This design comes from an exercise in tuning for small area, a short achievable clock period and few clock cycles per item on the open sky130 flow, not from production work. Where RTL was checked, it was by simulation tests only, not by an equivalence proof against the original.

==> inputs of branch raven <==
Design rs_c2c3_decoder, start of the top module:
module rs_c2c3_decoder (
    input  wire         clk,
    input  wire         rst,         
    input  wire         in_valid,
    output wire         in_ready,
    input  wire         in_mode,     
    input  wire [255:0] in_data,
    input  wire [31:0]  in_erase,
    output reg          out_valid,
    input  wire         out_ready,
    output wire [255:0] out_data,
    output wire [31:0]  out_erase,
    output wire [1:0]   out_status
);
wire [31:0]  f_e;
wire [7:0]   f_s0, f_s1, f_k1, f_k2;
wire         f_no_er, f_one_er, f_two_er, f_many;
rs_front u_front (
    .mode(in_mode), .data_in(in_data), .erase_in(in_erase),
    .e(f_e), .s0(f_s0), .s1(f_s1), .k1(f_k1), .k2(f_k2),
    .no_er(f_no_er), .one_er(f_one_er), .two_er(f_two_er), .many(f_many)
);
reg         r_mode;
reg [255:0] r_d;
reg [31:0]  r_e;
reg [7:0]   r_s0, r_s1, r_k1, r_k2;
reg         r_no_er, r_one_er, r_two_er, r_many;
assign in_ready = !out_valid || out_ready;
always @(posedge clk) begin
  if (rst) begin
    out_valid <= 1'b0;
  end else if (in_ready) begin
    out_valid <= in_valid;
  end
end
always @(posedge clk) begin
  if (in_valid && in_ready) begin
    r_mode <= in_mode;
    r_d    <= in_data;
    r_e    <= f_e;
    r_s0   <= f_s0;
    r_s1   <= f_s1;
    r_k1   <= f_k1;
    r_k2   <= f_k2;
    r_no_er  <= f_no_er;
    r_one_er <= f_one_er;
    r_two_er <= f_two_er;
    r_many   <= f_many;
  end
end
rs_back u_back (
    .mode(r_mode), .d(r_d), .e(r_e), .s0(r_s0), .s1(r_s1), .k1(r_k1), .k2(r_k2),
    .no_er(r_no_er), .one_er(r_one_er), .two_er(r_two_er), .many(r_many),
    .data_out(out_data), .erase_out(out_erase), .status(out_status)
);
endmodule
export LEC_CHECK = 0
export CAP_MARGIN = 20
export CORE_MARGIN = 2
export CORE_UTILIZATION = 62
export CTS_BUF_LIST = sky130_fd_sc_hd__clkbuf_16
export CTS_CLUSTER_DIAMETER = 100
export CTS_CLUSTER_SIZE = 20
export SLEW_MARGIN = 20
create_clock -name core_clock -period 25.0 [get_ports {clk}]
standard.sh (not shown) runs the stock make flow with config.mk's settings and CLKGATE_MAP_FILE= SYNTH_SCRIPT=/design/flow/synth_recipe.tcl, a recipe that flattens the netlist after the stock synthesis.
==> flow/flow/run.sh <==
#!/bin/bash
# The standard layout, with plain buffers (not delay cells) on the ports and
# timing repair aiming for slack beyond the clock's, so the layout reaches a
# shorter period than the 25 ns it is built at.
set -euo pipefail
export BUFFER_PORTS_ARGS="-buffer_cell sky130_fd_sc_hd__buf_1"
export SETUP_SLACK_MARGIN=14.8
export TNS_END_PERCENT=100
bash standard.sh > standard.log 2>&1
==> branch lagoon (differences from branch raven) <==
--- a/flow/design.v
+++ b/flow/design.v
@@ -1,15 +1,14 @@
 module rs_front (
     input  wire         mode,
     input  wire [255:0] data_in,
     input  wire [31:0]  erase_in,
     output wire [31:0]  e,           
     output wire [7:0]   s0,
-    output wire [7:0]   s1,          
-    output wire [7:0]   k1,
-    output wire [7:0]   k2,
+    output wire [7:0]   y,           
+    output wire         clean,       
     output wire         no_er,       
     output wire         one_er,      
     output wire         two_er,      
     output wire         many         
 );
 function automatic [7:0] gf_mulc;
@@ -312,46 +311,45 @@
 always @* begin
   x1 = 8'd0;
   for (k = 0; k < 39; k = k + 1)
     x1 = x1 ^ ({8{t[k]}} & gf_mulc(8'h01, k));
 end
 assign s0 = c_lo ^ ({8{mode}} & c_hi);
-assign s1 = x1;
+wire [7:0] s1 = x1;
+assign clean = (s0 == 8'd0) & (s1 == 8'd0);
 reg [7:0] zx;
 always @* begin
   zx = 8'd0;
   for (i = 0; i < 32; i = i + 1)
     zx = zx ^ ({8{e[i]}} & gf_mulc(8'h01, 31 - i));
 end
+reg [4:0] p, q;
+always @* begin
+  p = 5'd0;
+  q = 5'd0;
+  for (i = 31; i >= 0; i = i - 1)
+    if (e[i]) p = i[4:0];
+  for (i = 0; i < 32; i = i + 1)
+    if (e[i]) q = i[4:0];
+end
 reg [31:0] below, above;
 always @* begin
   below[0] = 1'b0;
   for (i = 1; i < 32; i = i + 1)
     below[i] = below[i-1] | e[i-1];
   above[31] = 1'b0;
   for (i = 30; i >= 0; i = i - 1)
     above[i] = above[i+1] | e[i+1];
 end
-wire [31:0] f1 = e & ~below;
-wire [31:0] f2 = e & ~above;
-reg [4:0] p, q;
-always @* begin
-  p = 5'd0;
-  q = 5'd0;
-  for (i = 0; i < 32; i = i + 1) begin
-    p = p | ({5{f1[i]}} & i[4:0]);
-    q = q | ({5{f2[i]}} & i[4:0]);
-  end
-end
 assign no_er  = (e == 32'd0);
-wire   multi  = |(e & below);
+wire   multi  = (p != q);
 assign many   = |(e & below & above);
 assign one_er = ~no_er & ~multi;
 assign two_er = multi & ~many;
 wire [4:0] dq = q - p;
-assign k1 = gf_inv(no_er ? s0 : zx);
+wire [7:0] k1 = gf_inv(no_er ? s0 : zx);
 reg [7:0] cd;
 always @* begin
   case (dq)
     5'd0: cd = 8'h01;
     5'd1: cd = 8'hF4;
     5'd2: cd = 8'hA7;
@@ -383,13 +381,17 @@
     5'd28: cd = 8'hDE;
     5'd29: cd = 8'h89;
     5'd30: cd = 8'h57;
     5'd31: cd = 8'h59;
   endcase
 end
-assign k2 = no_er ? 8'd0 : cd;
+wire [7:0] k2 = no_er ? 8'd0 : cd;
+wire [7:0] y1, y2;
+rs_gfmul u_m1 (.a(s1), .b(k1), .y(y1));
+rs_gfmul u_m2 (.a(s0), .b(k2), .y(y2));
+assign y = y1 ^ y2;
 endmodule
 module rs_gfmul (
     input  wire [7:0] a,
     input  wire [7:0] b,
     output wire [7:0] y
 );
@@ -412,15 +414,14 @@
 endmodule
 module rs_back (
     input  wire         mode,
     input  wire [255:0] d,           
     input  wire [31:0]  e,
     input  wire [7:0]   s0,
-    input  wire [7:0]   s1,
-    input  wire [7:0]   k1,
-    input  wire [7:0]   k2,
+    input  wire [7:0]   y,
+    input  wire         clean,
     input  wire         no_er,
     input  wire         one_er,
     input  wire         two_er,
     input  wire         many,
     output reg  [255:0] data_out,
     output wire [31:0]  erase_out,
@@ -435,16 +436,12 @@
   above[31] = 1'b0;
   for (i = 30; i >= 0; i = i - 1)
     above[i] = above[i+1] | e[i+1];
 end
 wire [31:0] f1 = e & ~below;
 wire [31:0] f2 = e & ~above;
-wire [7:0] y1, y2;
-rs_gfmul u_m1 (.a(s1), .b(k1), .y(y1));
-rs_gfmul u_m2 (.a(s0), .b(k2), .y(y2));
-wire [7:0] y = y1 ^ y2;
 wire [31:0] m;
 assign m[0] = (y == 8'hC0);
 assign m[1] = (y == 8'h60);
 assign m[2] = (y == 8'h30);
 assign m[3] = (y == 8'h18);
 assign m[4] = (y == 8'h0C);
@@ -473,13 +470,12 @@
 assign m[27] = (y == 8'h10);
 assign m[28] = (y == 8'h08);
 assign m[29] = (y == 8'h04);
 assign m[30] = (y == 8'h02);
 assign m[31] = (y == 8'h01);
 wire [31:0] mm = m & (mode ? 32'hFFFF_FFFF : 32'h0000_FFFF);
-wire clean = (s0 == 8'd0) & (s1 == 8'd0);
 wire ynz   = |y;
 wire kill  = many | (one_er & ynz);
 wire fail  = kill | (no_er & ~clean & ~|mm);
 wire [7:0]  ea   = kill ? 8'd0 : (two_er ? y : s0);
 wire [7:0]  eb   = two_er ? (y ^ s0) : 8'd0;
 wire [31:0] sela = no_er ? mm : f1;
@@ -502,23 +498,25 @@
     input  wire         out_ready,
     output wire [255:0] out_data,
     output wire [31:0]  out_erase,
     output wire [1:0]   out_status
 );
 wire [31:0]  f_e;
-wire [7:0]   f_s0, f_s1, f_k1, f_k2;
+wire [7:0]   f_s0, f_y;
+wire         f_clean;
 wire         f_no_er, f_one_er, f_two_er, f_many;
 rs_front u_front (
     .mode(in_mode), .data_in(in_data), .erase_in(in_erase),
-    .e(f_e), .s0(f_s0), .s1(f_s1), .k1(f_k1), .k2(f_k2),
+    .e(f_e), .s0(f_s0), .y(f_y), .clean(f_clean),
     .no_er(f_no_er), .one_er(f_one_er), .two_er(f_two_er), .many(f_many)
 );
 reg         r_mode;
 reg [255:0] r_d;
 reg [31:0]  r_e;
-reg [7:0]   r_s0, r_s1, r_k1, r_k2;
+reg [7:0]   r_s0, r_y;
+reg         r_clean;
 reg         r_no_er, r_one_er, r_two_er, r_many;
 assign in_ready = !out_valid || out_ready;
 always @(posedge clk) begin
   if (rst) begin
     out_valid <= 1'b0;
   end else if (in_ready) begin
@@ -528,21 +526,20 @@
 always @(posedge clk) begin
   if (in_valid && in_ready) begin
     r_mode <= in_mode;
     r_d    <= in_data;
     r_e    <= f_e;
     r_s0   <= f_s0;
-    r_s1   <= f_s1;
-    r_k1   <= f_k1;
-    r_k2   <= f_k2;
+    r_y    <= f_y;
+    r_clean <= f_clean;
     r_no_er  <= f_no_er;
     r_one_er <= f_one_er;
     r_two_er <= f_two_er;
     r_many   <= f_many;
   end
 end
 rs_back u_back (
-    .mode(r_mode), .d(r_d), .e(r_e), .s0(r_s0), .s1(r_s1), .k1(r_k1), .k2(r_k2),
+    .mode(r_mode), .d(r_d), .e(r_e), .s0(r_s0), .y(r_y), .clean(r_clean),
     .no_er(r_no_er), .one_er(r_one_er), .two_er(r_two_er), .many(r_many),
     .data_out(out_data), .erase_out(out_erase), .status(out_status)
 );
 endmodule
==> flow/flow/run.sh (replaced) <==
#!/bin/bash
# The standard layout, with plain buffers (not delay cells) on the ports and
# timing repair aiming for slack beyond the clock's, so the layout reaches a
# shorter period than the 25 ns it is built at.
set -euo pipefail
export BUFFER_PORTS_ARGS="-buffer_cell sky130_fd_sc_hd__buf_2"
export SETUP_SLACK_MARGIN=14.65
export TNS_END_PERCENT=100
bash standard.sh > standard.log 2>&1
CORE_UTILIZATION = 50   (was 62)
CTS_BUF_LIST = default   (was sky130_fd_sc_hd__clkbuf_16)
CTS_CLUSTER_DIAMETER = default   (was 100)
CTS_CLUSTER_SIZE = default   (was 20)
==> branch tundra (differences from branch raven) <==
--- a/flow/design.v
+++ b/flow/design.v
@@ -319,34 +319,32 @@
 reg [7:0] zx;
 always @* begin
   zx = 8'd0;
   for (i = 0; i < 32; i = i + 1)
     zx = zx ^ ({8{e[i]}} & gf_mulc(8'h01, 31 - i));
 end
+reg [4:0] p, q;
+always @* begin
+  p = 5'd0;
+  q = 5'd0;
+  for (i = 31; i >= 0; i = i - 1)
+    if (e[i]) p = i[4:0];
+  for (i = 0; i < 32; i = i + 1)
+    if (e[i]) q = i[4:0];
+end
 reg [31:0] below, above;
 always @* begin
   below[0] = 1'b0;
   for (i = 1; i < 32; i = i + 1)
     below[i] = below[i-1] | e[i-1];
   above[31] = 1'b0;
   for (i = 30; i >= 0; i = i - 1)
     above[i] = above[i+1] | e[i+1];
 end
-wire [31:0] f1 = e & ~below;
-wire [31:0] f2 = e & ~above;
-reg [4:0] p, q;
-always @* begin
-  p = 5'd0;
-  q = 5'd0;
-  for (i = 0; i < 32; i = i + 1) begin
-    p = p | ({5{f1[i]}} & i[4:0]);
-    q = q | ({5{f2[i]}} & i[4:0]);
-  end
-end
 assign no_er  = (e == 32'd0);
-wire   multi  = |(e & below);
+wire   multi  = (p != q);
 assign many   = |(e & below & above);
 assign one_er = ~no_er & ~multi;
 assign two_er = multi & ~many;
 wire [4:0] dq = q - p;
 assign k1 = gf_inv(no_er ? s0 : zx);
 reg [7:0] cd;
==> flow/flow/run.sh (replaced) <==
#!/bin/bash
# The standard layout, with plain buffers (not delay cells) on the ports and
# timing repair aiming for slack beyond the clock's, so the layout reaches a
# shorter period than the 25 ns it is built at.
set -euo pipefail
export BUFFER_PORTS_ARGS="-buffer_cell sky130_fd_sc_hd__buf_2"
export SETUP_SLACK_MARGIN=14.65
export TNS_END_PERCENT=100
bash standard.sh > standard.log 2>&1
CORE_UTILIZATION = 50   (was 62)
CTS_BUF_LIST = default   (was sky130_fd_sc_hd__clkbuf_16)
CTS_CLUSTER_DIAMETER = default   (was 100)
CTS_CLUSTER_SIZE = default   (was 20)
==> impl_metrics.sql <==
INSERT INTO impl_metrics (metric_group, metric, value, unit) VALUES
('setup_path', 'crit_arrival', '5570', 'ps'),
('cts', 'htree_num_levels', '1', ''),
('route', 'route.top_layer_used', 'met5', ''),
('cells_and_area', 'signal_buffer_area_fraction', '9.85', '%'),
('sta', 'min_tclk_post_route', '10570', 'ps'),
('sta', 'fmax', '0.0946', 'GHz'),
('run_status', 'outcome', 'complete, no violations', ''),
('route', 'routed-wl-met3', '25400', 'µm'),
('placement', 'place_ws', '14220', 'ps'),
('sta', 'finalWorstSetupSlack', '14430', 'ps'),
('cells_and_area', 'postLayoutCellArea', '33700', 'µm²'),
('cts', 'cts.sinks', '326', ''),
('cts', 'cts-resized-gates', '13', ''),
('setup_path', 'worst_setup_path_startpoint', 'r_s0[6]', '');
-- figures above: branch raven

==> impl_metrics.sql <==
INSERT INTO impl_metrics (metric_group, metric, value, unit) VALUES
('run_status', 'outcome', 'complete, no violations', ''),
('route', 'routed-wl-met3', '18500', 'µm'),
('setup_path', 'worst_setup_path_startpoint', 'out_ready', ''),
('cells_and_area', 'signal_buffer_area_fraction', '10.1', '%'),
('cts', 'cts-resized-gates', '35', ''),
('sta', 'fmax', '0.0967', 'GHz'),
('sta', 'min_tclk_post_route', '10340', 'ps'),
('sta', 'finalWorstSetupSlack', '14660', 'ps'),
('cells_and_area', 'postLayoutCellArea', '35000', 'µm²'),
('placement', 'place_ws', '14260', 'ps');
-- figures above: branch tundra

==> impl_metrics.sql <==
INSERT INTO impl_metrics (metric_group, metric, value, unit) VALUES
('setup_path', 'crit_arrival', '10830', 'ps'),
('route', 'route.top_layer_used', 'met4', ''),
('cells_and_area', 'signal_buffer_area_fraction', '11.5', '%'),
('placement', 'place_ws', '12560', 'ps'),
('cells_and_area', 'postLayoutCellArea', '35600', 'µm²'),
('setup_path', 'worst_setup_path_startpoint', 'in_data[66]', ''),
('run_status', 'outcome', 'complete, no violations', ''),
('sta', 'fmax', '0.0949', 'GHz'),
('sta', 'min_tclk_post_route', '10530', 'ps'),
('cts', 'htree_num_levels', '2', '');
-- figures above: branch lagoon

Testbench counts of branch raven, summed over its fixed seeds: cycles 12,008, items 12,000.
Testbench counts of branch tundra, summed over its fixed seeds: cycles 12,008, items 12,000.
No functional check of the RTL was part of branch lagoon.

## separate check: timing with driven ports
No port has a modelled driver above. Below, the same layouts with a new extraction and two added sets of constraints. Step 1, drivers: a clkbuf_16 drives clk and a buf_2 each remaining input, both assumed. Step 2 moves the port delays by t, midway between the first and last clock arrival at a register: inputs arrive t later, outputs are due t later. That takes back most of the time a late clock gives input paths. Three values: no drivers, after step 1, after step 2; two values: the first two.
run	t (ns)	slack for setup (ns)	worst setup path at the end	worst register clock-pin slew, ns	worst data-port slew with drivers (ns)
branch raven	0.642	14.428 / 14.363 / 14.457	input to register	0.10 / 0.10	0.35
branch lagoon	0.637	14.465 / 14.515 / 13.878	input to register	0.07 / 0.07	0.16
branch tundra	0.633	14.659 / 14.623 / 14.266	input to register	0.06 / 0.06	0.12
After both steps setup and hold are still met in every run listed. For branch lagoon, which loses most, drivers alone change the setup slack by +0.050 ns; drivers and shift together by -0.587 ns.
